What follows belongs to an exercise in optimizing a design on an open flow for small area; a production flow would make more cautious choices.
RTL that was checked went through simulation tests only; none was proved equivalent to the original.
Function not checked in run 2: the RTL went through the layout flow alone.
The flow treats the clock pin as an ideal source, which a real chip does not have.
Power is estimated from default activity; no workload was simulated.

**flow/design.v**
```verilog
module twist_deframer (
    input  wire        clk,
    input  wire        rst,           
    input  wire [3:0]  lane,          
    input  wire [1:0]  sym,           
    output reg         locked,
    output wire        pol_inv,
    output reg         oh_valid,
    output wire [63:0] oh_word,
    output reg         oh_crc_ok,
    output reg         pl_valid,
    output wire [39:0] pl_word,
    output reg         stuff_rm,
    output reg         rx_ovf
);
    localparam [30:0] FAW       = 31'h7125_B696;
    localparam [43:0] SEED_LOW  = 44'h5A5_A5A5_A5A5;
    wire        bit_in = sym[1];
    reg  [29:0] win;
    wire [30:0] diff   = {win, bit_in} ^ FAW;
    wire pc_s0, pc_c0;
    assign {pc_c0, pc_s0} = diff[0] + diff[1] + diff[2];
    wire pc_s1, pc_c1;
    assign {pc_c1, pc_s1} = diff[3] + diff[4] + diff[5];
    wire pc_s2, pc_c2;
    assign {pc_c2, pc_s2} = diff[6] + diff[7] + diff[8];
    wire pc_s3, pc_c3;
    assign {pc_c3, pc_s3} = diff[9] + diff[10] + diff[11];
    wire pc_s4, pc_c4;
    assign {pc_c4, pc_s4} = diff[12] + diff[13] + diff[14];
    wire pc_s5, pc_c5;
    assign {pc_c5, pc_s5} = diff[15] + diff[16] + diff[17];
    wire pc_s6, pc_c6;
    assign {pc_c6, pc_s6} = diff[18] + diff[19] + diff[20];
    wire pc_s7, pc_c7;
    assign {pc_c7, pc_s7} = diff[21] + diff[22] + diff[23];
    wire pc_s8, pc_c8;
    assign {pc_c8, pc_s8} = diff[24] + diff[25] + diff[26];
    wire pc_s9, pc_c9;
    assign {pc_c9, pc_s9} = diff[27] + diff[28] + diff[29];
    wire pc_s10, pc_c10;
    assign {pc_c10, pc_s10} = diff[30] + pc_s0 + pc_s1;
    wire pc_s11, pc_c11;
    assign {pc_c11, pc_s11} = pc_s2 + pc_s3 + pc_s4;
    wire pc_s12, pc_c12;
    assign {pc_c12, pc_s12} = pc_s5 + pc_s6 + pc_s7;
    wire pc_s13, pc_c13;
    assign {pc_c13, pc_s13} = pc_s8 + pc_s9 + pc_s10;
    wire pc_s14, pc_c14;
    assign {pc_c14, pc_s14} = pc_s11 + pc_s12 + pc_s13;
    wire pc_s15, pc_c15;
    assign {pc_c15, pc_s15} = pc_c0 + pc_c1 + pc_c2;
    wire pc_s16, pc_c16;
    assign {pc_c16, pc_s16} = pc_c3 + pc_c4 + pc_c5;
    wire pc_s17, pc_c17;
    assign {pc_c17, pc_s17} = pc_c6 + pc_c7 + pc_c8;
    wire pc_s18, pc_c18;
    assign {pc_c18, pc_s18} = pc_c9 + pc_c10 + pc_c11;
    wire pc_s19, pc_c19;
    assign {pc_c19, pc_s19} = pc_c12 + pc_c13 + pc_c14;
    wire pc_s20, pc_c20;
    assign {pc_c20, pc_s20} = pc_s15 + pc_s16 + pc_s17;
    wire pc_s21, pc_c21;
    assign {pc_c21, pc_s21} = pc_s18 + pc_s19 + pc_s20;
    wire pc_s22, pc_c22;
    assign {pc_c22, pc_s22} = pc_c15 + pc_c16 + pc_c17;
    wire pc_s23, pc_c23;
    assign {pc_c23, pc_s23} = pc_c18 + pc_c19 + pc_c20;
    wire pc_s24, pc_c24;
    assign {pc_c24, pc_s24} = pc_c21 + pc_s22 + pc_s23;
    wire pc_s25, pc_c25;
    assign {pc_c25, pc_s25} = pc_c22 + pc_c23 + pc_c24;
    wire [4:0] ndiff = {pc_c25, pc_s25, pc_s24, pc_s21, pc_s14};
    wire       faw_match = (ndiff <= 5'd3);
    wire       faw_inv   = (ndiff >= 5'd28);
    reg        verif;         
    reg        cand_pol;      
    reg [1:0]  cnt2;          
    reg [3:0]  ncrc_bad;      
    reg [13:0] fpos;          
    reg [1:0]  run_level;
    reg [5:0]  run_len;       
    reg        pay;           
    reg        first;         
    reg [4:0]  cnt;           
    reg [9:0]  widx;          
    reg [4:0]  crcl;          
    reg [28:0] s_od;          
    reg [19:0] p_ev;          
    reg [14:0] p_od;          
    reg [4:0]  prev_fn;
    reg [2:0]  prev_ofs;
    reg [1:0]  prev_just;
    reg        prev_ovf;
    wire [28:0] s_ev = win[28:0];           
    wire [7:0]  crc   = {cnt[2:0], crcl};
    wire [19:0] p_odf = {crcl, p_od};       
    assign pol_inv = locked & cand_pol;
    assign oh_word = {s_od, p_ev, p_od};
    genvar gi;
    generate
        for (gi = 0; gi < 20; gi = gi + 1) begin : g_pl
            assign pl_word[2*gi]   = p_ev[gi];
            assign pl_word[2*gi+1] = p_odf[gi];
        end
    endgenerate
    wire        fz13    = (fpos[12:0] == 13'd0);
    wire [13:0] pos     = {fpos[12:0], fpos[13] ^ fpos[4] ^ fpos[2] ^ fpos[0] ^ fz13};
    wire        at_30   = fz13 && !fpos[13];
    wire        at_lm1  = (fpos == 14'd3857);
    reg         at_last;      
    reg         in_body;      
    wire lock_match = cand_pol ? faw_inv : faw_match;
    wire content_left = (widx != 10'd972);
    wire body_l       = locked && in_body && content_left;
    wire run_47       = (run_len == 6'd51);
    wire is_stuff     = body_l && run_47;
    wire is_content   = body_l && !run_47;
    wire is_oh        = is_content && !pay;
    wire [4:0] cnt_inc = {cnt[3:0], cnt[4] ^ cnt[2]};
    wire [9:0] widx_inc = {widx[8:0], widx[9] ^ widx[6]};
    wire is_oh_last   = is_oh && (widx == 10'd941);
    wire is_payload   = is_content && pay;
    wire is_guard     = locked && at_last;
    wire        oh_bit   = bit_in ^ cand_pol;
    wire        crc_fb   = crc[7] ^ oh_bit;
    wire [7:0]  crc_next = {crc[6:0], 1'b0} ^ (crc_fb ? 8'h07 : 8'h00);
    wire        crc_good = (crc_next == 8'h00);
    wire        crc_drop = !crc_good && (ncrc_bad == 4'd8);
    wire [63:0] oh_full  = {oh_word[62:0], oh_bit};
    wire [4:0]  rx_fn    = oh_full[39:35];
    wire [2:0]  rx_ofs   = oh_full[34:32];
    wire [1:0]  rx_just  = (oh_full[27:26] == 2'd3) ? 2'd1 : oh_full[27:26];
    wire [4:0]  pr_fn    = (prev_fn == 5'd23) ? 5'd0 : prev_fn + 5'd1;
    wire [2:0]  pr_ofs   = prev_ofs + {2'd0, prev_ovf};
    wire [4:0]  use_fn   = crc_good ? rx_fn : pr_fn;
    wire [2:0]  use_ofs  = crc_good ? rx_ofs : pr_ofs;
    wire [1:0]  use_just = crc_good ? rx_just : prev_just;
    wire [1:0]  pbits_raw = {sym[1] ^ cand_pol, sym[1] ^ sym[0]};
    wire [57:0] seed  = {2'b10, prev_ofs, prev_fn, crc[3:0], SEED_LOW};
    wire        sd1   = seed[57] ^ seed[38];
    wire        sd2   = seed[56] ^ seed[37];
    wire [57:0] seed2 = {seed[55:0], sd1, sd2};
    wire        sb1   = first ? sd1 : s_od[28] ^ s_ev[19];
    wire        sb2   = first ? sd2 : s_ev[28] ^ s_od[18];
    wire [1:0]  dbits = pbits_raw ^ {sb1, sb2};
    wire [28:0] s_od_ld, s_ev_ld;
    generate
        for (gi = 0; gi < 29; gi = gi + 1) begin : g_sd
            assign s_od_ld[gi] = seed2[2*gi+1];
            assign s_ev_ld[gi] = seed2[2*gi];
        end
    endgenerate
    wire        word_end = (cnt == 5'd6);
    wire        deliver  = !((widx == 10'd998 && prev_just != 2'd0) ||
                             (widx == 10'd1011 && prev_just[1]));
    always @(posedge clk) begin
        if (!pay)
            win <= {win[28:0], bit_in};
        fpos    <= pos;
        at_last <= at_lm1;
        in_body <= at_30 || (in_body && !at_lm1);
        if (rst) begin
            win       <= 30'd0;
            locked    <= 1'b0;
            verif     <= 1'b0;
            run_level <= 2'd0;
            run_len   <= 6'd32;
            pay       <= 1'b0;
            prev_fn   <= 5'd0;
            prev_ofs  <= 3'd0;
            prev_just <= 2'd0;
            prev_ovf  <= 1'b0;
            oh_valid  <= 1'b0;
            oh_crc_ok <= 1'b0;
            pl_valid  <= 1'b0;
            stuff_rm  <= 1'b0;
            rx_ovf    <= 1'b0;
        end else begin
            oh_valid <= 1'b0;
            pl_valid <= 1'b0;
            stuff_rm <= is_stuff;
            rx_ovf   <= 1'b0;
            if (sym == run_level) begin
                if (run_len != 6'd38)
                    run_len <= {run_len[4:0], run_len[5] ^ run_len[4]};
            end else begin
                run_level <= sym;
                run_len   <= 6'd1;
            end
            if (!locked && !verif) begin
                if (faw_match || faw_inv) begin
                    verif    <= 1'b1;
                    cand_pol <= faw_inv;
                    cnt2     <= 2'd1;
                    fpos     <= 14'd1;
                end
            end else if (verif) begin
                if (at_30) begin
                    if (lock_match) begin
                        if (cnt2 == 2'd2) begin
                            verif    <= 1'b0;
                            locked   <= 1'b1;
                            cnt2     <= 2'd0;
                            ncrc_bad <= 4'd0;
                        end else begin
                            cnt2 <= cnt2 + 2'd1;
                        end
                    end else begin
                        verif <= 1'b0;
                    end
                end
            end else begin  
                if (at_30) begin
                    if (lock_match)
                        cnt2 <= 2'd0;
                    else if (cnt2 == 2'd3)
                        locked <= 1'b0;
                    else
                        cnt2 <= cnt2 + 2'd1;
                end
            end
            if (at_30) begin
                cnt  <= 5'd0;
                widx <= 10'd1;
                crcl <= 5'd0;
            end
            if (is_oh) begin
                {s_od, p_ev, p_od} <= oh_full;
                crcl     <= crc_next[4:0];
                cnt[2:0] <= crc_next[7:5];
                widx     <= widx_inc;
            end
            if (is_oh_last) begin
                oh_valid  <= 1'b1;
                oh_crc_ok <= crc_good;
                widx      <= 10'd1;
                pay       <= !crc_drop;
                first     <= 1'b1;
                crcl[3:0] <= lane;
                cnt       <= 5'd1;
                prev_fn   <= use_fn;
                prev_ofs  <= use_ofs;
                prev_just <= use_just;
                if (crc_good)
                    ncrc_bad <= 4'd0;
                else if (crc_drop)
                    locked <= 1'b0;
                else
                    ncrc_bad <= {ncrc_bad[2:0], ncrc_bad[3] ^ ncrc_bad[2] ^ (ncrc_bad[2:0] == 3'd0)};
            end
            if (is_payload) begin
                first    <= 1'b0;
                s_od     <= first ? s_od_ld : {s_od[27:0], sb1};
                win      <= {win[28], first ? s_ev_ld : {s_ev[27:0], sb2}};
                p_ev     <= {p_ev[18:0], dbits[0]};
                p_od     <= {p_od[13:0], dbits[1]};
                crcl     <= {crcl[3:0], p_od[14]};
                if (word_end) begin
                    cnt      <= 5'd1;
                    widx     <= widx_inc;
                    pl_valid <= deliver;
                end else begin
                    cnt <= cnt_inc;
                end
            end
            if (is_guard) begin
                pay      <= 1'b0;
                prev_ovf <= content_left;
                rx_ovf   <= content_left;
            end
        end
    end
endmodule
```
**flow/flow/run.sh**
```bash
#!/bin/bash
# The standard layout (standard.sh) with these changes:
#  - synthesis: the standard flow's own synthesis script, except that ABC maps the
#    logic with flow/area.abc (area-oriented) instead of ORFS's speed
#    script. Flip-flops are mapped before ABC, so the registers are the
#    standard synthesis's.
#  - buf_1 port buffers;
#  - a clock tree without dummy loads, clkbuf_8 at the root and clkbuf_4
#    leaves; leaves with a high slew are upsized after CTS
#    (flow/post_cts.tcl).
# The make output goes to flow_make.log here; ORFS's per-step logs, one per
# tool run, are under orfs/logs.
set -euo pipefail
here=$(pwd)

awk -v abc="$here/flow/area.abc" '
  /^[ \t]*log_cmd abc \{\*\}\$abc_args[ \t]*$/ {
    print "  set abc_args [lreplace $abc_args 1 1 " abc "]"; n++ }
  { print }
  END { if (n != 1) exit 1 }' "$FLOW_HOME/scripts/synth.tcl" > "$here/my_synth_core.tcl"
awk -v core="$here/my_synth_core.tcl" '
  $0 == "source $::env(SCRIPTS_DIR)/synth.tcl" { print "source " core; n++; next }
  { print }
  END { if (n != 1) exit 1 }' "$here/synth_recipe.tcl" > "$here/my_synth.tcl"
sed -e "s#SYNTH_SCRIPT=[^ ]*#SYNTH_SCRIPT=$here/my_synth.tcl#" "$here/standard.sh" > "$here/my_standard.sh"
grep -q "SYNTH_SCRIPT=$here/my_synth.tcl" "$here/my_standard.sh"

export BUFFER_PORTS_ARGS="-buffer_cell sky130_fd_sc_hd__buf_1"
export CTS_ARGS="-sink_clustering_enable -repair_clock_nets -dont_use_dummy_load -root_buf sky130_fd_sc_hd__clkbuf_8 -buf_list sky130_fd_sc_hd__clkbuf_4"
export POST_CTS_TCL="$here/flow/post_cts.tcl"
export CLK_UPSIZE_SLEW=0.115
bash "$here/my_standard.sh" > "$here/flow_make.log" 2>&1
```
**flow/flow/area.abc**
```
&get -n
&st
&syn3
&dch
&nf -R 1000
&st
&syn3
&dch
&nf -R 1000
&st
&syn3
&dch
&nf -R 1000
&st
&syn3
&dch
&nf -R 1000
&put
```
**flow/flow/post_cts.tcl**
```tcl
# After clock tree synthesis: the leaf clock buffers are clkbuf_4; upsize to
# clkbuf_8 those whose output slew is above CLK_UPSIZE_SLEW (ns), then
# legalize the placement again.
estimate_parasitics -placement
set nup 0
foreach inst [get_cells clkbuf_*] {
  if {[get_property $inst ref_name] ne "sky130_fd_sc_hd__clkbuf_4"} { continue }
  set s [get_property [get_pins [get_name $inst]/X] slew_max]
  if {$s > $::env(CLK_UPSIZE_SLEW)} {
    replace_cell $inst sky130_fd_sc_hd__clkbuf_8
    incr nup
  }
}
puts "post_cts: upsized $nup clock buffers"
if {$nup > 0} {
  detailed_placement
  estimate_parasitics -placement
}
```
**flow/standard.sh**
```bash
#!/bin/bash
# synth_recipe.tcl (not shown) runs the flow's synth.tcl, then flattens the netlist and writes it again
# the make line also repeats each setting of config.mk as NAME=value (left out here)
make -C /OpenROAD-flow-scripts/flow DESIGN_CONFIG=/design/flow/config.mk WORK_HOME=/design/flow/orfs CLKGATE_MAP_FILE= SYNTH_SCRIPT=/design/flow/synth_recipe.tcl "${@:-finish}"
```
**flow/config.mk**
```make
export PLATFORM = sky130hd
export DESIGN_NAME = twist_deframer
export DESIGN_NICKNAME = twist_deframer
export VERILOG_FILES = /design/flow/design.v
export SDC_FILE = /design/flow/constraint.sdc
export NUM_CORES = 4
export LEC_CHECK = 0
export CAP_MARGIN = 20
export CORE_MARGIN = 2
export CORE_UTILIZATION = 70
export SLEW_MARGIN = 20
```
**flow/constraint.sdc**
```tcl
create_clock -name core_clock -period 8.0 [get_ports {clk}]
set_input_delay 1.6000 -clock core_clock [delete_from_list [all_inputs] [get_ports {clk}]]
set_output_delay 1.6000 -clock core_clock [all_outputs]
set_load 0.01 [all_outputs]
```
==> run summary, run 1 <==
Final min period = 7.12 ns
DRC Markers = 0
register area share after synthesis = 0.587
Port Buffers = 118
Max FO, Critical Path = 5
die height = 105 um
Final #Nets = 736
Area Growth Syn to Fin = 7.74%
cell mode on critical path = fa_1
maximum vdd drop = 0.193 mV
post-synth cell types = 48
routed len/inst = 17.2 um
grt total ovfl = 0
Worst-Margin Slew = 1.08 ns
Via density = 5.82
Yosys reg bits = 165
Max-Cap Viols = 0
NetSw = 361 uW
cell taking the most area after synthesis = edfxtp_1
Crit. End Element = flop
CTS clk-pin slew, worst paths = 0.11 ns
syn_nets = 630
Inserted Diodes = 0
Final Instance Area = 0.00775 mm^2
initial antenna violation count = 0
GRT Resource Usage Total = 0.273
Final Util = 0.764
Avg Cell Area, Syn = 12.3 um^2
count of warnings emitted by yosys = 1
clock network power share = 0.249
filler cell count = 692
most common flop cell mapped by yosys = edfxtp_1
CTS tree = done
synthesized cell area = 0.00719 mm^2
total power divided by cell area = 194 mW/mm^2
first-pass GRT wire length = 23.1 mm
Setup Skew = 0.0370 ns
ranking of synthesized cells by area = edfxtp_1 (38%), dfxtp_1 (20%), fa_1 (7.2%)
switching share of power = 0.240
vias in the first global route = 4640
WHS Path Cells = 0
Setup TNS = 0 ns
DP Area = 0.00758 mm^2
LEAKAGE = 0.00266 uW
HP Class = flop to flop
Hold Vio Cnt, Final = 0
CP Launch Type = input pin
I/O Pins = 119
wirelength, routed = 14.2 mm
First DRT Iteration DRCs = 280
reg2reg path depth = 17
top cell type's share of synthesized area = 0.384
Max Slew Vio Count = 0
share of power burned in registers = 0.650
CP Data Required Time = 8.31 ns
fin crit share = 0.890
Final ANT Viol Nets = 0
fmax = 141 MHz
total number of vias = 4813
Combinational Power Share = 0.100
most common cell after layout, fill and taps aside = buf_1
most frequent cells in the layout = buf_1 (117), edfxtp_1 (92), dfxtp_1 (73), nor2_1 (64), clkinv_1 (34)
# clock sinks = 165
largest net degree at the start of global routing = 65
Post-synth EDFFs = 92
DR pass1 iterations = 5
Initial Util = 0.709
Critical-path top delay cell = fa_1
core area = 0.0101 mm^2
run status = complete, no violations
internal power = 1140 uW
setup violators final = 0
CP cell instances = buf_1 > clkinv_1 > fa_1 > fa_1 > fa_1 > fa_1 > fa_1 > fa_1 > clkinv_1 > fa_1 > fa_1 > and3_1 > mux2_1 > and3_1 > and2_0 > nor3_1 > a22o_1
Final GP Congestion = 0.908
Max-slew headroom = 0.277
Post-Syn Instances = 587
Die X = 105 um
Crit path largest cell delay = 0.57 ns
layout cell share with drive strength beyond 1 = 0.0347
Die Area = 0.0111 mm^2
FFs w/ async S/R, synth = 0
WS Path Type = input pin to flop
Cell Rows = 37
RSZ-0062 raised after global routing = no
DPL Wire Length = 9.92 mm
Worst Path Arrival = 7.43 ns
worst-skew pair later-pin latency = 0.45 ns
==> worst max-delay path: cells and delay by family <==
kind / cells / cell delay, ns
buffers and inverters: 3 / 0.50
adders and majority gates: 8 / 3.83
AOI/OAI and AO/OA: 1 / 0.18
muxes: 1 / 0.37
and+or+nand+nor: 4 / 0.93
==> layer usage <==
metal	share of wire	GRT usage	vias up
li1	-	-	2263
met1	0.45	0.392	2362
met2	0.48	0.408	167
met3	0.059	0.0705	21
met4	0.016	0.0990	0
met5	0	0	-
==> path summary, 6_finish.rpt <==
kind / startpoint / to / slack (ns)
max: sym[1] / ncrc_bad[2]$_DFFE_PN_ / 0.88
min: p_ev[4]$_DFFE_PP_ / p_ev[5]$_DFFE_PP_ / 0.45
max reg2reg: win[3]$_SDFFE_PP0P_ / ncrc_bad[2]$_DFFE_PN_ / 1.96
min reg2reg: p_ev[4]$_DFFE_PP_ / p_ev[5]$_DFFE_PP_ / 0.45
==> logic make-up after synthesis <==
logic type                 after synthesis  synth area share
AOI/OAI and AO/OA                      104             0.104
xor gates and xnor gates                17            0.0207
adders and majority gates               35            0.0880
buffers and inverters                   69            0.0543
DFF                                    165             0.587
muxes                                   10            0.0153
and+or+nand+nor                        187             0.130
==> cells in the mapped netlist (all sizes together), types with 2 or more instances <==
| cell type | count |
|---|---|
| nand4b | 3 |
| a21oi | 19 |
| or4 | 2 |
| fa | 26 |
| nor3b | 2 |
| dfxtp | 73 |
| o221a | 9 |
| or2 | 2 |
| a221oi | 3 |
| a211oi | 11 |
| and3 | 4 |
| a22o | 11 |
| nor4b | 2 |
| nor2 | 65 |
| o22ai | 6 |
| mux2 | 8 |
| nand2b | 13 |
| and2 | 33 |
| nand3b | 4 |
| nor3 | 13 |
| mux2i | 2 |
| edfxtp | 92 |
| xnor2 | 6 |
| clkinv | 34 |
| a22oi | 14 |
| nand3 | 7 |
| o31ai | 2 |
| nand2 | 28 |
| ha | 9 |
| o21ai | 15 |
| buf | 35 |
| a21o | 4 |
| nor2b | 5 |
| xor2 | 11 |
==> area by class of cell <==
cell class	instances	area, um^2	share of cell area
Multi-Input combinational cell	353	2590	0.334
Sequential cell	165	4220	0.545
Tap cell	136	170	0.0220
Inverter	34	128	0.0165
Clock buffer	17	165	0.0213
Timing Repair Buffer	122	474	0.0612
==> power by group through the flow <==
stage	Clock, uW	Combinational, uW	Sequential (uW)
2_1_floorplan	0	116	984
3_3_place_gp	0	140	994
3_5_place_dp	0	153	995
5_1_grt	415	175	985
6_report	374	151	977
==> flip-flops by register name, summed over array words and instances, names as in the netlist, 2 cells and up <==
signal     flops
prev_just      2
fpos          14
widx          10
run_level      2
win           30
s_od          29
p_od          15
prev_fn        5
ncrc_bad       4
cnt            5
prev_ofs       3
p_ev          20
cnt2           2
run_len        6
crcl           5
==> stage by stage <==
step / hold WS (ns) / setup WS, ns / power (uW) / cells
after floorplan: 0.418 / 1.06 / 1100 / 587
after global placement: 0.429 / 0.684 / 1130 / 810
after detailed placement: 0.448 / 0.447 / 1150 / 810
after global routing: 0.472 / 0.636 / 1570 / 827
final: 0.446 / 0.883 / 1500 / 827
==> inputs of run 2 (changes only) <==
--- a/flow/design.v
+++ b/flow/design.v
@@ -76,14 +76,24 @@
     reg        verif;         
     reg        cand_pol;      
     reg [1:0]  cnt2;          
-    reg [3:0]  ncrc_bad;      
-    reg [13:0] fpos;          
+    reg [3:0]  ncrc_bad_q;      
+    localparam [3:0] NCRC_BAD_M = 4'd10;
+    wire [3:0] ncrc_bad = ncrc_bad_q ^ NCRC_BAD_M;
+    reg [13:0]  fpos_q;          
+    localparam [13:0] FPOS_M = 14'd10922;
+    wire [13:0] fpos = fpos_q ^ FPOS_M;
     reg [1:0]  run_level;
-    reg [5:0]  run_len;       
+    reg [5:0]  run_len_q;       
+    localparam [5:0] RUN_LEN_M = 6'd42;
+    wire [5:0] run_len = run_len_q ^ RUN_LEN_M;
     reg        pay;           
     reg        first;         
-    reg [4:0]  cnt;           
-    reg [9:0]  widx;          
+    reg [4:0]  cnt_q;           
+    localparam [4:0] CNT_M = 5'd21;
+    wire [4:0] cnt = cnt_q ^ CNT_M;
+    reg [9:0]  widx_q;          
+    localparam [9:0] WIDX_M = 10'd341;
+    wire [9:0] widx = widx_q ^ WIDX_M;
     reg [4:0]  crcl;          
     reg [28:0] s_od;          
     reg [19:0] p_ev;          
@@ -157,7 +167,7 @@
     always @(posedge clk) begin
         if (!pay)
             win <= {win[28:0], bit_in};
-        fpos    <= pos;
+        fpos_q    <= (pos) ^ FPOS_M;
         at_last <= at_lm1;
         in_body <= at_30 || (in_body && !at_lm1);
         if (rst) begin
@@ -165,7 +175,7 @@
             locked    <= 1'b0;
             verif     <= 1'b0;
             run_level <= 2'd0;
-            run_len   <= 6'd32;
+            run_len_q   <= (6'd32) ^ RUN_LEN_M;
             pay       <= 1'b0;
             prev_fn   <= 5'd0;
             prev_ofs  <= 3'd0;
@@ -183,17 +193,17 @@
             rx_ovf   <= 1'b0;
             if (sym == run_level) begin
                 if (run_len != 6'd38)
-                    run_len <= {run_len[4:0], run_len[5] ^ run_len[4]};
+                    run_len_q <= ({run_len[4:0], run_len[5] ^ run_len[4]}) ^ RUN_LEN_M;
             end else begin
                 run_level <= sym;
-                run_len   <= 6'd1;
+                run_len_q   <= (6'd1) ^ RUN_LEN_M;
             end
             if (!locked && !verif) begin
                 if (faw_match || faw_inv) begin
                     verif    <= 1'b1;
                     cand_pol <= faw_inv;
                     cnt2     <= 2'd1;
-                    fpos     <= 14'd1;
+                    fpos_q     <= (14'd1) ^ FPOS_M;
                 end
             end else if (verif) begin
                 if (at_30) begin
@@ -202,7 +212,7 @@
                             verif    <= 1'b0;
                             locked   <= 1'b1;
                             cnt2     <= 2'd0;
-                            ncrc_bad <= 4'd0;
+                            ncrc_bad_q <= (4'd0) ^ NCRC_BAD_M;
                         end else begin
                             cnt2 <= cnt2 + 2'd1;
                         end
@@ -221,33 +231,33 @@
                 end
             end
             if (at_30) begin
-                cnt  <= 5'd0;
-                widx <= 10'd1;
+                cnt_q  <= (5'd0) ^ CNT_M;
+                widx_q <= (10'd1) ^ WIDX_M;
                 crcl <= 5'd0;
             end
             if (is_oh) begin
                 {s_od, p_ev, p_od} <= oh_full;
                 crcl     <= crc_next[4:0];
-                cnt[2:0] <= crc_next[7:5];
-                widx     <= widx_inc;
+                cnt_q[2:0] <= (crc_next[7:5]) ^ CNT_M[2:0];
+                widx_q     <= (widx_inc) ^ WIDX_M;
             end
             if (is_oh_last) begin
                 oh_valid  <= 1'b1;
                 oh_crc_ok <= crc_good;
-                widx      <= 10'd1;
+                widx_q      <= (10'd1) ^ WIDX_M;
                 pay       <= !crc_drop;
                 first     <= 1'b1;
                 crcl[3:0] <= lane;
-                cnt       <= 5'd1;
+                cnt_q       <= (5'd1) ^ CNT_M;
                 prev_fn   <= use_fn;
                 prev_ofs  <= use_ofs;
                 prev_just <= use_just;
                 if (crc_good)
-                    ncrc_bad <= 4'd0;
+                    ncrc_bad_q <= (4'd0) ^ NCRC_BAD_M;
                 else if (crc_drop)
                     locked <= 1'b0;
                 else
-                    ncrc_bad <= {ncrc_bad[2:0], ncrc_bad[3] ^ ncrc_bad[2] ^ (ncrc_bad[2:0] == 3'd0)};
+                    ncrc_bad_q <= ({ncrc_bad[2:0], ncrc_bad[3] ^ ncrc_bad[2] ^ (ncrc_bad[2:0] == 3'd0)}) ^ NCRC_BAD_M;
             end
             if (is_payload) begin
                 first    <= 1'b0;
@@ -257,11 +267,11 @@
                 p_od     <= {p_od[13:0], dbits[1]};
                 crcl     <= {crcl[3:0], p_od[14]};
                 if (word_end) begin
-                    cnt      <= 5'd1;
-                    widx     <= widx_inc;
+                    cnt_q      <= (5'd1) ^ CNT_M;
+                    widx_q     <= (widx_inc) ^ WIDX_M;
                     pl_valid <= deliver;
                 end else begin
-                    cnt <= cnt_inc;
+                    cnt_q <= (cnt_inc) ^ CNT_M;
                 end
             end
             if (is_guard) begin
==> run 2 against run 1 <==
  * Global-route usage up 0.13 points
  * Final cell count up 1.7%
  * Critical path depth down 2
  * Sequential cell count unchanged
  * Sequential share of layout area up 0.39 points
  * Design area down 0.71%
  * First-iteration DRC count up 41%
  * Non-clock buffer count up 1
  * Critical endpoint is now cnt2[0]$_SDFFCE_PP1P_
  * Highest routed layer unchanged
==> run summary, run 2 <==
run status = complete, no violations
Yosys reg bits = 165 (unchanged)
Max-slew headroom = 0.319 (+0.0414)
most common cell after layout, fill and taps aside = buf_1
Die X = 105 um (-0.38%)
CP cell instances = buf_1 > clkinv_1 > fa_1 > fa_1 > fa_1 > fa_1 > fa_1 > fa_1 > clkinv_1 > fa_1 > fa_1 > nor3_1 > nor2_1 > or4_1 > a21oi_1
ranking of synthesized cells by area = edfxtp_1 (39%), dfxtp_1 (20%), fa_1 (7.3%)
grt total ovfl = 0 (unchanged)
CP Data Required Time = 8.11 ns (-0.20 ns)
wirelength, routed = 14.5 mm (+1.9%)
Post-Syn Instances = 603 (+2.7%)
HP Class = flop to flop
Die Area = 0.0110 mm^2 (-0.77%)
Final min period = 6.99 ns (-0.126 ns)
most numerous cell in the Yosys netlist = edfxtp_1
total number of vias = 4940 (+2.6%)
Setup TNS = 0 ns (unchanged)
most common flop cell mapped by yosys = edfxtp_1
fin crit share = 0.874 (-0.0158)
Hold Vio Cnt, Final = 0 (unchanged)
count of warnings emitted by yosys = 1 (unchanged)
Final Non-Filler Cells = 841 (+1.7%)
maximum vdd drop = 0.276 mV (+43%)
synthesized cell area = 0.00713 mm^2 (-0.80%)
setup violators final = 0 (unchanged)
Biggest register = win
max reg flops = 30 (unchanged)
die height = 105 um (-0.38%)
Max-Cap Viols = 0 (unchanged)
core area = 0.00982 mm^2 (-3.1%)
register area share after synthesis = 0.592 (+0.00474)
worst-skew pair later-pin latency = 0.43 ns (-0.02 ns)
Post-synth EDFFs = 92 (unchanged)
LEAKAGE = 0.00266 uW (-0.19%)
ranking of synthesized cells by instance count = edfxtp_1 (92), dfxtp_1 (73), nor2_1 (73)
most frequent cells in the layout = buf_1 (117), edfxtp_1 (92), dfxtp_1 (73), nor2_1 (72), nand2_1 (46)
Inserted Diodes = 0 (unchanged)
filler cell count = 666 (-3.8%)
Final ANT Viol Nets = 0 (unchanged)
vias in the first global route = 4815 (+3.8%)
Worst-Margin Slew = 1.02 ns (-0.0644 ns)
Final #Nets = 753 (+2.3%)
Crit path largest cell delay = 0.59 ns (+0.02 ns)
routed len/inst = 17.2 um (+0.19%)
Initial Util = 0.727 (+0.0172)
Cell Rows = 36 (-2.7%)
Critical-path top delay cell = fa_1
CP Launch Type = input pin
Final Util = 0.784 (+0.0192)
Regs by FF count = win: 30 flops, s_od: 29 flops, p_ev: 20 flops
multi-input logic area = 0.00251 mm^2 (-3.0%)
CTS tree = done
CTS clk-pin slew, worst paths = 0.10 ns (about the same)
final setup margin = 1.01 ns (+0.126 ns)
initial antenna violation count = 0 (unchanged)
FFs w/ async S/R, synth = 0 (unchanged)
Crit. End Element = flop
DRC Markers = 0 (unchanged)
layout cell share with drive strength beyond 1 = 0.0339 (-0.000834)
Port Buffers = 118 (unchanged)
R2R Setup Slk = 2.07 ns (+0.11 ns)
post-synth cell types = 42 (-13%)
RSZ-0062 raised after global routing = no
Avg Cell Area, Syn = 11.8 um^2 (-3.4%)
Worst Path Arrival = 7.10 ns (-0.33 ns)
Via density = 5.87 (+0.93%)
Setup Skew = 0.0355 ns (-0.00150 ns)
cell taking the most area after synthesis = edfxtp_1
syn_nets = 646 (+2.5%)
first-pass GRT wire length = 23.6 mm (+2.1%)
WS Path Type = input pin to flop
register area = 0.00422 mm^2 (unchanged)
GRT Resource Usage Total = 0.275 (+0.00128)
largest net degree at the start of global routing = 65 (unchanged)
Max FO, Critical Path = 9 (+4)
First DRT Iteration DRCs = 395 (+41%)
total power divided by cell area = 195 mW/mm^2 (+0.55%)
fmax = 143 MHz (+1.8%)
cell mode on critical path = fa_1
top cell type's share of synthesized area = 0.387 (+0.00310)
I/O Pins = 119 (unchanged)
Max Slew Vio Count = 0 (unchanged)
cell total after placement = 823 (+1.6%)
DR pass1 iterations = 7 (+2)
DPL Wire Length = 10.1 mm (+1.5%)
Final GP Congestion = 0.854 (-6.0%)
Area Growth Syn to Fin = 7.84% (about the same)
Setup WS pre-CTS = 0.615 ns (+0.168 ns)
# clock sinks = 165 (unchanged)
## run 2: through the flow
step / hold WS, ns / cell area [um^2] / power (uW)
global route: 0.389 / 7690 / 1570
detailed placement: 0.385 / 7520 / 1160
global placement: 0.361 / 7520 / 1140
floorplan: 0.358 / 7130 / 1110
finish: 0.382 / 7690 / 1500
## run 2: per-layer routing
metal  vias up  part of all wire  global-route usage
met5         -                 0                   0
met4         0             0.012              0.0743
met3        21             0.067              0.0661
met2       203              0.51               0.451
met1      2422              0.41               0.371
li1       2294                 -                   -
## run 2: report_power, final
group / total [uW] / leakage, uW / internal (uW) / switching [uW]
Clock: 359 / 0.0000912 / 126 / 233
Combinational: 156 / 0.00114 / 67.4 / 88.3
Sequential: 986 / 0.00143 / 941 / 44.3
Total: 1500 / 0.00266 / 1130 / 366
## run 2: final timing paths
path,cells past startpoint,end,start
min reg2reg,1,fpos_q[13]$_DFF_P_,fpos_q[12]$_DFF_P_
min,1,fpos_q[13]$_DFF_P_,fpos_q[12]$_DFF_P_
max reg2reg,15,cnt2[0]$_SDFFCE_PP1P_,win[3]$_SDFFE_PP0P_
max,15,cnt2[0]$_SDFFCE_PP1P_,sym[1]
## run 2: cell type report
| cell class | instances | area share |
|---|---|---|
| Tap cell | 133 | 0.0216 |
| Sequential cell | 165 | 0.549 |
| Multi-Input combinational cell | 364 | 0.326 |
| Clock buffer | 17 | 0.0207 |
| Timing Repair Buffer | 123 | 0.0636 |
| Inverter | 39 | 0.0190 |
## run 2: cell families after synthesis
family,Yosys count,synth area share
mux,6,0.00947
fa+ha+maj,35,0.0887
xor+xnor,18,0.0221
flops,165,0.592
buf+inv,74,0.0573
compound gates,114,0.104
simple gates,191,0.127
## run 2: critical path, delay by kind of cell
kind	cells	cell delay [ns]
adders and majority gates	8	3.78
and+or+nand+nor	3	0.95
AOI/OAI and AO/OA	1	0.31
buffers and inverters	3	0.47
==> inputs of run 3 (changes only) <==
--- a/flow/design.v
+++ b/flow/design.v
@@ -76,24 +76,24 @@
     reg        verif;         
     reg        cand_pol;      
     reg [1:0]  cnt2;          
-    reg [3:0]  ncrc_bad_q;      
-    localparam [3:0] NCRC_BAD_M = 4'd10;
-    wire [3:0] ncrc_bad = ncrc_bad_q ^ NCRC_BAD_M;
-    reg [13:0]  fpos_q;          
-    localparam [13:0] FPOS_M = 14'd10922;
-    wire [13:0] fpos = fpos_q ^ FPOS_M;
     reg [1:0]  run_level;
-    reg [5:0]  run_len_q;       
-    localparam [5:0] RUN_LEN_M = 6'd42;
-    wire [5:0] run_len = run_len_q ^ RUN_LEN_M;
     reg        pay;           
     reg        first;         
-    reg [4:0]  cnt_q;           
-    localparam [4:0] CNT_M = 5'd21;
-    wire [4:0] cnt = cnt_q ^ CNT_M;
-    reg [9:0]  widx_q;          
-    localparam [9:0] WIDX_M = 10'd341;
-    wire [9:0] widx = widx_q ^ WIDX_M;
+    localparam [3:0]  NCRC_BAD_M = 4'd10;
+    localparam [13:0] FPOS_M     = 14'd10922;
+    localparam [5:0]  RUN_LEN_M  = 6'd42;
+    localparam [4:0]  CNT_M      = 5'd21;
+    localparam [9:0]  WIDX_M     = 10'd341;
+    reg  [3:0]  ncrc_bad_q;   
+    reg  [13:0] fpos_q;       
+    reg  [5:0]  run_len_q;    
+    reg  [4:0]  cnt_q;        
+    reg  [9:0]  widx_q;       
+    wire [3:0]  ncrc_bad = ncrc_bad_q ^ NCRC_BAD_M;
+    wire [13:0] fpos     = fpos_q ^ FPOS_M;
+    wire [5:0]  run_len  = run_len_q ^ RUN_LEN_M;
+    wire [4:0]  cnt      = cnt_q ^ CNT_M;
+    wire [9:0]  widx     = widx_q ^ WIDX_M;
     reg [4:0]  crcl;          
     reg [28:0] s_od;          
     reg [19:0] p_ev;          
==> run 3 against run 2 <==
  * Still clean
  * Die area is the same
  * Sequential cell count is the same
  * Critical path depth is the same
  * Critical path type unchanged
  * Critical endpoint unchanged
==> run summary, run 3 <==
FFs w/ async S/R, synth = 0 (unchanged)
most frequent cells in the layout = buf_1 (117), edfxtp_1 (92), dfxtp_1 (73), nor2_1 (72), nand2_1 (45)
wirelength, routed = 14.5 mm (+0.36%)
Setup Skew = 0.0277 ns (-0.00783 ns)
max reg flops = 30 (unchanged)
Hold Vio Cnt, Final = 0 (unchanged)
Area Growth Syn to Fin = 7.40%
total power divided by cell area = 194 mW/mm^2 (-0.66%)
Worst Path Arrival = 7.07 ns (-0.03 ns)
internal power = 1120 uW (-1.4%)
DR pass1 iterations = 6 (-1)
Biggest register = win
Max-Cap Viols = 0 (unchanged)
first-pass GRT wire length = 24.0 mm (+1.4%)
layout cell share with drive strength beyond 1 = 0.0339 (+0.0000479)
Max-slew headroom = 0.312 (-0.00670)
Post-Syn Instances = 603 (unchanged)
NetSw = 366 uW (about the same)
Port Buffers = 118 (unchanged)
ranking of synthesized cells by instance count = edfxtp_1 (92), dfxtp_1 (73), nor2_1 (73)
Initial Util = 0.727 (unchanged)
CP cell instances = buf_1 > clkinv_1 > fa_1 > fa_1 > fa_1 > fa_1 > fa_1 > fa_1 > clkinv_1 > fa_1 > fa_1 > nor3_1 > nor2_1 > or4_1 > a21oi_1
most numerous cell in the Yosys netlist = edfxtp_1
run status = complete, no violations
filler cell count = 672 (+0.90%)
Via density = 5.85 (-0.47%)
grt total ovfl = 0 (unchanged)
LEAKAGE = 0.00264 uW (-0.55%)
Setup TNS = 0 ns (unchanged)
Final ANT Viol Nets = 0 (unchanged)
die height = 105 um (unchanged)
Worst-Margin Slew = 1.03 ns (+0.0125 ns)
Die X = 105 um (unchanged)
Final Instance Area = 0.00766 mm^2 (-0.41%)
synthesized cell area = 0.00713 mm^2 (unchanged)
ranking of synthesized cells by area = edfxtp_1 (39%), dfxtp_1 (20%), fa_1 (7.3%)
RSZ-0062 raised after global routing = no
Buf/Inv on CP = 3 (unchanged)
vias in the first global route = 4854 (+0.81%)
cell taking the most area after synthesis = edfxtp_1
DP Area = 0.00752 mm^2 (unchanged)
register area share after synthesis = 0.592 (unchanged)
switching share of power = 0.246 (+0.00254)
Worst Hold Slack = 0.401 ns (+0.0183 ns)
I/O Pins = 119 (unchanged)
Die Area = 0.0110 mm^2 (unchanged)
CP Data Required Time = 8.12 ns (about the same)
Final GP Congestion = 0.853 (about the same)
cell mode on critical path = fa_1
First DRT Iteration DRCs = 379 (-4.1%)
maximum vdd drop = 0.201 mV (-27%)
fmax = 144 MHz (+0.66%)
syn_nets = 646 (unchanged)
count of warnings emitted by yosys = 1 (unchanged)
most common cell after layout, fill and taps aside = buf_1
worst-skew pair later-pin latency = 0.43 ns (about the same)
core area = 0.00982 mm^2 (unchanged)
Cell Rows = 36 (unchanged)
clock network power share = 0.232 (-0.007)
Top delay family on crit path = adder cells
Yosys reg bits = 165 (unchanged)
total number of vias = 4911 (-0.59%)
Avg Cell Area, Syn = 11.8 um^2 (unchanged)
Max Slew Vio Count = 0 (unchanged)
GRT Resource Usage Total = 0.281 (+0.00612)
CTS tree = done
Combinational Power Share = 0.104 (about the same)
Regs by FF count = win: 30 flops, s_od: 29 flops, p_ev: 20 flops
routed len/inst = 17.3 um (+0.48%)
Crit path largest cell delay = 0.59 ns (about the same)
post-synth cell types = 42 (unchanged)
Crit. End Element = flop
top cell type's share of synthesized area = 0.387 (unchanged)
initial antenna violation count = 0 (unchanged)
# clock sinks = 165 (unchanged)
Post-synth EDFFs = 92 (unchanged)
largest net degree at the start of global routing = 65 (unchanged)
DPL Wire Length = 10.2 mm (+1.0%)
Critical-path top delay cell = fa_1
WS Path Type = input pin to flop
share of power burned in registers = 0.664 (+0.007)
setup violators final = 0 (unchanged)
most common flop cell mapped by yosys = edfxtp_1
CP Launch Type = input pin
DRC Markers = 0 (unchanged)
fin crit share = 0.868 (-0.00571)
total power = 1480 uW (-1.1%)
Inserted Diodes = 0 (unchanged)
CTS clk-pin slew, worst paths = 0.11 ns (about the same)
Final Util = 0.780 (-0.00319)
Final #Nets = 752 (-0.13%)
Final min period = 6.94 ns (-0.0456 ns)
HP Class = flop to flop
Max FO, Critical Path = 9 (unchanged)
==> run 3: cell counts after synthesis <==
No cell type changed its count.
==> run 3: kinds of logic (layout without fill, tap and decap cells) <==
| logic type | Yosys count | in the layout | synth area share |
|---|---|---|---|
| fa+ha+maj | 35 | 35 | 0.0887 |
| mux | 6 | 6 | 0.00947 |
| buf+inv | 74 | 178 | 0.0573 |
| compound gates | 114 | 114 | 0.104 |
| xor+xnor | 18 | 18 | 0.0221 |
| flops | 165 | 165 | 0.592 |
| simple gates | 191 | 191 | 0.127 |
==> run 3: worst paths after layout <==
check / startpoint / endpoint / slack [ns] / depth (start not counted)
max: sym[1] / cnt2[0]$_SDFFCE_PP1P_ / 1.06 / 15
min: fpos_q[6]$_DFF_P_ / fpos_q[7]$_DFF_P_ / 0.40 / 1
max reg2reg: win[3]$_SDFFE_PP0P_ / cnt2[0]$_SDFFCE_PP1P_ / 2.10 / 15
min reg2reg: fpos_q[6]$_DFF_P_ / fpos_q[7]$_DFF_P_ / 0.40 / 1
==> run 3: area by class of cell <==
type,instances,area [um^2],share of cell area
clock buffer,17,140,0.0183
inverter,39,146,0.0191
multi-input combinational,364,2510,0.328
sequential,165,4220,0.551
tap,133,166,0.0217
timing repair buffer,122,474,0.0619
==> run 3: metrics by stage <==
stage | setup WS, ns | instances
global placement | 0.737 | 823
global route | 0.821 | 840
floorplan | 1.22 | 603
detailed placement | 0.614 | 823
finish | 1.06 | 840
==> run 3: routing by layer <==
layer	share of wire	wire [um]	track usage	vias up
met4	0.019	272	0.0895	0
met2	0.50	7290	0.461	197
met5	0	0	0	-
met3	0.065	943	0.0736	24
li1	-	-	-	2303
met1	0.41	6010	0.369	2387
==> run 3: power by group through the flow <==
stage          clock, uW  sequential, uW  combinational [uW]
3_3_place_gp           0             999                 143
6_report             344             986                 154
5_1_grt              383             993                 179
2_1_floorplan          0             991                 119
3_5_place_dp           0            1000                 153
==> inputs of run 4 (changes only) <==
--- a/flow/design.v
+++ b/flow/design.v
@@ -75,20 +75,22 @@
     wire       faw_inv   = (ndiff >= 5'd28);
     reg        verif;         
     reg        cand_pol;      
-    reg [1:0]  cnt2;          
     reg [1:0]  run_level;
     reg        pay;           
     reg        first;         
+    localparam [1:0]  CNT2_M     = 2'd2;
     localparam [3:0]  NCRC_BAD_M = 4'd10;
     localparam [13:0] FPOS_M     = 14'd10922;
     localparam [5:0]  RUN_LEN_M  = 6'd42;
     localparam [4:0]  CNT_M      = 5'd21;
     localparam [9:0]  WIDX_M     = 10'd341;
+    reg  [1:0]  cnt2_q;       
     reg  [3:0]  ncrc_bad_q;   
     reg  [13:0] fpos_q;       
     reg  [5:0]  run_len_q;    
     reg  [4:0]  cnt_q;        
     reg  [9:0]  widx_q;       
+    wire [1:0]  cnt2     = cnt2_q ^ CNT2_M;
     wire [3:0]  ncrc_bad = ncrc_bad_q ^ NCRC_BAD_M;
     wire [13:0] fpos     = fpos_q ^ FPOS_M;
     wire [5:0]  run_len  = run_len_q ^ RUN_LEN_M;
@@ -202,7 +204,7 @@
                 if (faw_match || faw_inv) begin
                     verif    <= 1'b1;
                     cand_pol <= faw_inv;
-                    cnt2     <= 2'd1;
+                    cnt2_q     <= (2'd1) ^ CNT2_M;
                     fpos_q     <= (14'd1) ^ FPOS_M;
                 end
             end else if (verif) begin
@@ -211,10 +213,10 @@
                         if (cnt2 == 2'd2) begin
                             verif    <= 1'b0;
                             locked   <= 1'b1;
-                            cnt2     <= 2'd0;
+                            cnt2_q     <= (2'd0) ^ CNT2_M;
                             ncrc_bad_q <= (4'd0) ^ NCRC_BAD_M;
                         end else begin
-                            cnt2 <= cnt2 + 2'd1;
+                            cnt2_q <= (cnt2 + 2'd1) ^ CNT2_M;
                         end
                     end else begin
                         verif <= 1'b0;
@@ -223,11 +225,11 @@
             end else begin  
                 if (at_30) begin
                     if (lock_match)
-                        cnt2 <= 2'd0;
+                        cnt2_q <= (2'd0) ^ CNT2_M;
                     else if (cnt2 == 2'd3)
                         locked <= 1'b0;
                     else
-                        cnt2 <= cnt2 + 2'd1;
+                        cnt2_q <= (cnt2 + 2'd1) ^ CNT2_M;
                 end
             end
             if (at_30) begin
==> run 4 against run 3 <==
  * Sequential power fell by 0.5%
  * Design area increased by 0.11%
  * Count of clock-buffer cells in the layout is the same
  * Register-to-register slack better by 0.03 ns
  * Highest routed layer unchanged
  * Critical path type unchanged
  * Combinational power fell by 3%
==> run summary, run 4 <==
Crit. End Element = flop
die height = 105 um (-0.15%)
Cell Rows = 36 (unchanged)
GRT Resource Usage Total = 0.277 (-0.00428)
LEAKAGE = 0.00265 uW (+0.13%)
routed len/inst = 17.4 um (+0.52%)
Die Area = 0.0110 mm^2 (-0.31%)
Critical Path Start = sym[1]
I/O Pins = 119 (unchanged)
Yosys reg bits = 165 (unchanged)
first-pass GRT wire length = 23.8 mm (-0.75%)
Final min period = 7.05 ns (+0.103 ns)
max reg flops = 30 (unchanged)
CP Data Required Time = 8.13 ns (about the same)
most numerous cell in the Yosys netlist = edfxtp_1
core area = 0.00982 mm^2 (unchanged)
First DRT Iteration DRCs = 448 (+18%)
Final Instance Area = 0.00767 mm^2 (+0.11%)
post-synth cell types = 41 (-2.4%)
most frequent cells in the layout = buf_1 (117), edfxtp_1 (92), dfxtp_1 (73), nor2_1 (67), nand2_1 (46)
CP cell instances = buf_1 > clkinv_1 > fa_1 > fa_1 > fa_1 > fa_1 > fa_1 > fa_1 > clkinv_1 > fa_1 > fa_1 > nor3_1 > nor2_1 > or4_1 > a21oi_1
Worst Path Arrival = 7.18 ns (+0.11 ns)
maximum vdd drop = 0.167 mV (-17%)
cell taking the most area after synthesis = edfxtp_1
DPL Wire Length = 10.1 mm (-0.43%)
Initial Util = 0.724 (-0.00229)
largest net degree at the start of global routing = 52 (-20%)
setup violators final = 0 (unchanged)
fmax = 142 MHz (-1.5%)
total number of vias = 4902 (-0.18%)
Worst Hold Slack = 0.388 ns (-0.0130 ns)
clock network power share = 0.246 (+0.014)
Final #Nets = 747 (-0.66%)
Via density = 5.87 (+0.41%)
DR pass1 iterations = 5 (-1)
Max FO, Critical Path = 11 (+2)
Critical-path top delay cell = or4_1
initial antenna violation count = 0 (unchanged)
internal power = 1130 uW (+1.3%)
ranking of synthesized cells by instance count = edfxtp_1 (92), dfxtp_1 (73), nor2_1 (68)
wirelength, routed = 14.5 mm (about the same)
FFs w/ async S/R, synth = 0 (unchanged)
CTS tree = done
hold path startpoint = fpos_q[5]$_DFF_P_
Setup TNS = 0 ns (unchanged)
fin crit share = 0.881 (+0.0129)
Hold Vio Cnt, Final = 0 (unchanged)
Final Util = 0.781 (+0.000892)
DP Area = 0.00750 mm^2 (-0.22%)
Setup Skew = 0.0381 ns (+0.0104 ns)
Inserted Diodes = 0 (unchanged)
synthesized cell area = 0.00711 mm^2 (-0.32%)
Max-Cap Viols = 0 (unchanged)
share of power burned in registers = 0.654 (-0.010)
Worst-Margin Slew = 1.02 ns (-0.00872 ns)
Die X = 105 um (-0.15%)
Regs by FF count = win: 30 flops, s_od: 29 flops, p_ev: 20 flops
DRC Markers = 0 (unchanged)
RSZ-0062 raised after global routing = no
Max-slew headroom = 0.316 (+0.00415)
Final GP Congestion = 0.856 (+0.29%)
HP Class = flop to flop
register area share after synthesis = 0.594 (+0.00187)
count of warnings emitted by yosys = 1 (unchanged)
top cell type's share of synthesized area = 0.388 (+0.00123)
total power divided by cell area = 196 mW/mm^2 (+0.94%)
CP Launch Type = input pin
Max Slew Vio Count = 0 (unchanged)
layout cell share with drive strength beyond 1 = 0.0356 (+0.00167)
Final ANT Viol Nets = 0 (unchanged)
Post-synth EDFFs = 92 (unchanged)
total power = 1500 uW (+1.1%)
cell mode on critical path = fa_1
Biggest register = win
ranking of synthesized cells by area = edfxtp_1 (39%), dfxtp_1 (21%), fa_1 (7.3%)
Area Growth Syn to Fin = 7.86%
# clock sinks = 165 (unchanged)
worst-skew pair later-pin latency = 0.45 ns (+0.02 ns)
most common cell after layout, fill and taps aside = buf_1
run status = complete, no violations
Post-Syn Instances = 598 (-0.83%)
vias in the first global route = 4820 (-0.70%)
grt total ovfl = 0 (unchanged)
CTS clk-pin slew, worst paths = 0.10 ns (about the same)
WS Path Type = input pin to flop
NetSw = 367 uW (+0.26%)
syn_nets = 641 (-0.77%)
r2r startpoint = win[3]$_SDFFE_PP0P_
most common flop cell mapped by yosys = edfxtp_1
Crit path largest cell delay = 0.62 ns (+0.03 ns)
Combinational Power Share = 0.100 (-0.004)
switching share of power = 0.245 (-0.00192)
Avg Cell Area, Syn = 11.9 um^2 (+0.52%)
Port Buffers = 118 (unchanged)
run 4: worst max-delay path, delay by kind of cell:
kind                     cells  cell delay, ns
AO/OA/AOI/OAI                1            0.30
adder cells (fa/ha/maj)      8            3.77
buffers and inverters        3            0.55
AND/OR/NAND/NOR              3            0.95
run 4: worst paths after layout:
| check | slack, ns | cells after the start | endpoint |
|---|---|---|---|
| max reg2reg | 2.13 | 15 | cnt2_q[0]$_SDFFCE_PP1P_ |
| min | 0.39 | 1 | fpos_q[6]$_DFF_P_ |
| min reg2reg | 0.39 | 1 | fpos_q[6]$_DFF_P_ |
| max | 0.95 | 15 | cnt2_q[0]$_SDFFCE_PP1P_ |
run 4: final cells by class:
cell class / instances / area (um^2)
Multi-Input combinational cell: 360 / 2500
Tap cell: 133 / 166
Fill cell: 664 / 2150
Timing Repair Buffer: 122 / 474
Inverter: 38 / 143
Sequential cell: 165 / 4220
Clock buffer: 17 / 165
run 4: layer usage:
layer / up-vias / routed length [um] / track usage
li1: 2294 / - / -
met1: 2360 / 5990 / 0.373
met2: 225 / 7280 / 0.445
met3: 23 / 1000 / 0.0661
met4: 0 / 231 / 0.0952
met5: - / 0 / 0
run 4: stage by stage:
stage / std cells / setup WS (ns)
5_1_grt: 835 / 0.684
2_1_floorplan: 598 / 1.21
3_5_place_dp: 818 / 0.480
6_report: 835 / 0.952
3_3_place_gp: 818 / 0.665
run 4: logic make-up after synthesis:
group / Yosys count / synth area share
XOR/XNOR: 15 / 0.0185
buffers and inverters: 73 / 0.0570
flip-flops: 165 / 0.594
multiplexers: 7 / 0.0111
adder cells (fa/ha/maj): 35 / 0.0890
AND/OR/NAND/NOR: 187 / 0.125
AO/OA/AOI/OAI: 116 / 0.105
run 4: power by group through the flow:
| stage | Clock (uW) | Combinational [uW] | Sequential [uW] |
|---|---|---|---|
| floorplan | 0 | 113 | 987 |
| global placement | 0 | 136 | 997 |
| detailed placement | 0 | 149 | 1000 |
| global route | 405 | 172 | 989 |
| finish | 369 | 149 | 981 |

## port drivers added, routing unchanged
No port has a modelled driver above. Below, the same layouts with a new extraction and two added sets of constraints.
Step 1 assumes that a clkbuf_16 drives the clock port and a buf_2 every other input.
Step 2 times the ports against the registers' clock, not the clock port: input delays grow and output delays shrink by t, the midpoint of the rising clock arrivals with the driver on.
Slacks: no drivers / after step 1 / after step 2; pairs: no drivers / after step 1.
run | shift t [ns] | slack for setup (ns) | latest minus earliest clock arrival (ns) | worst slew at a driven data input, ns
run 1 | 0.461 | 0.883 / 0.896 / 0.435 | 0.039 / 0.038 | 0.03
run 2 | 0.444 | 1.010 / 1.023 / 0.579 | 0.035 / 0.036 | 0.04
run 3 | 0.450 | 1.055 / 1.069 / 0.619 | 0.028 / 0.028 | 0.05
run 4 | 0.462 | 0.952 / 0.963 / 0.501 | 0.038 / 0.038 | 0.05
After both steps every run listed still meets setup and hold. For run 4, which loses most, drivers alone change the setup slack by +0.011 ns; drivers and shift together by -0.451 ns.
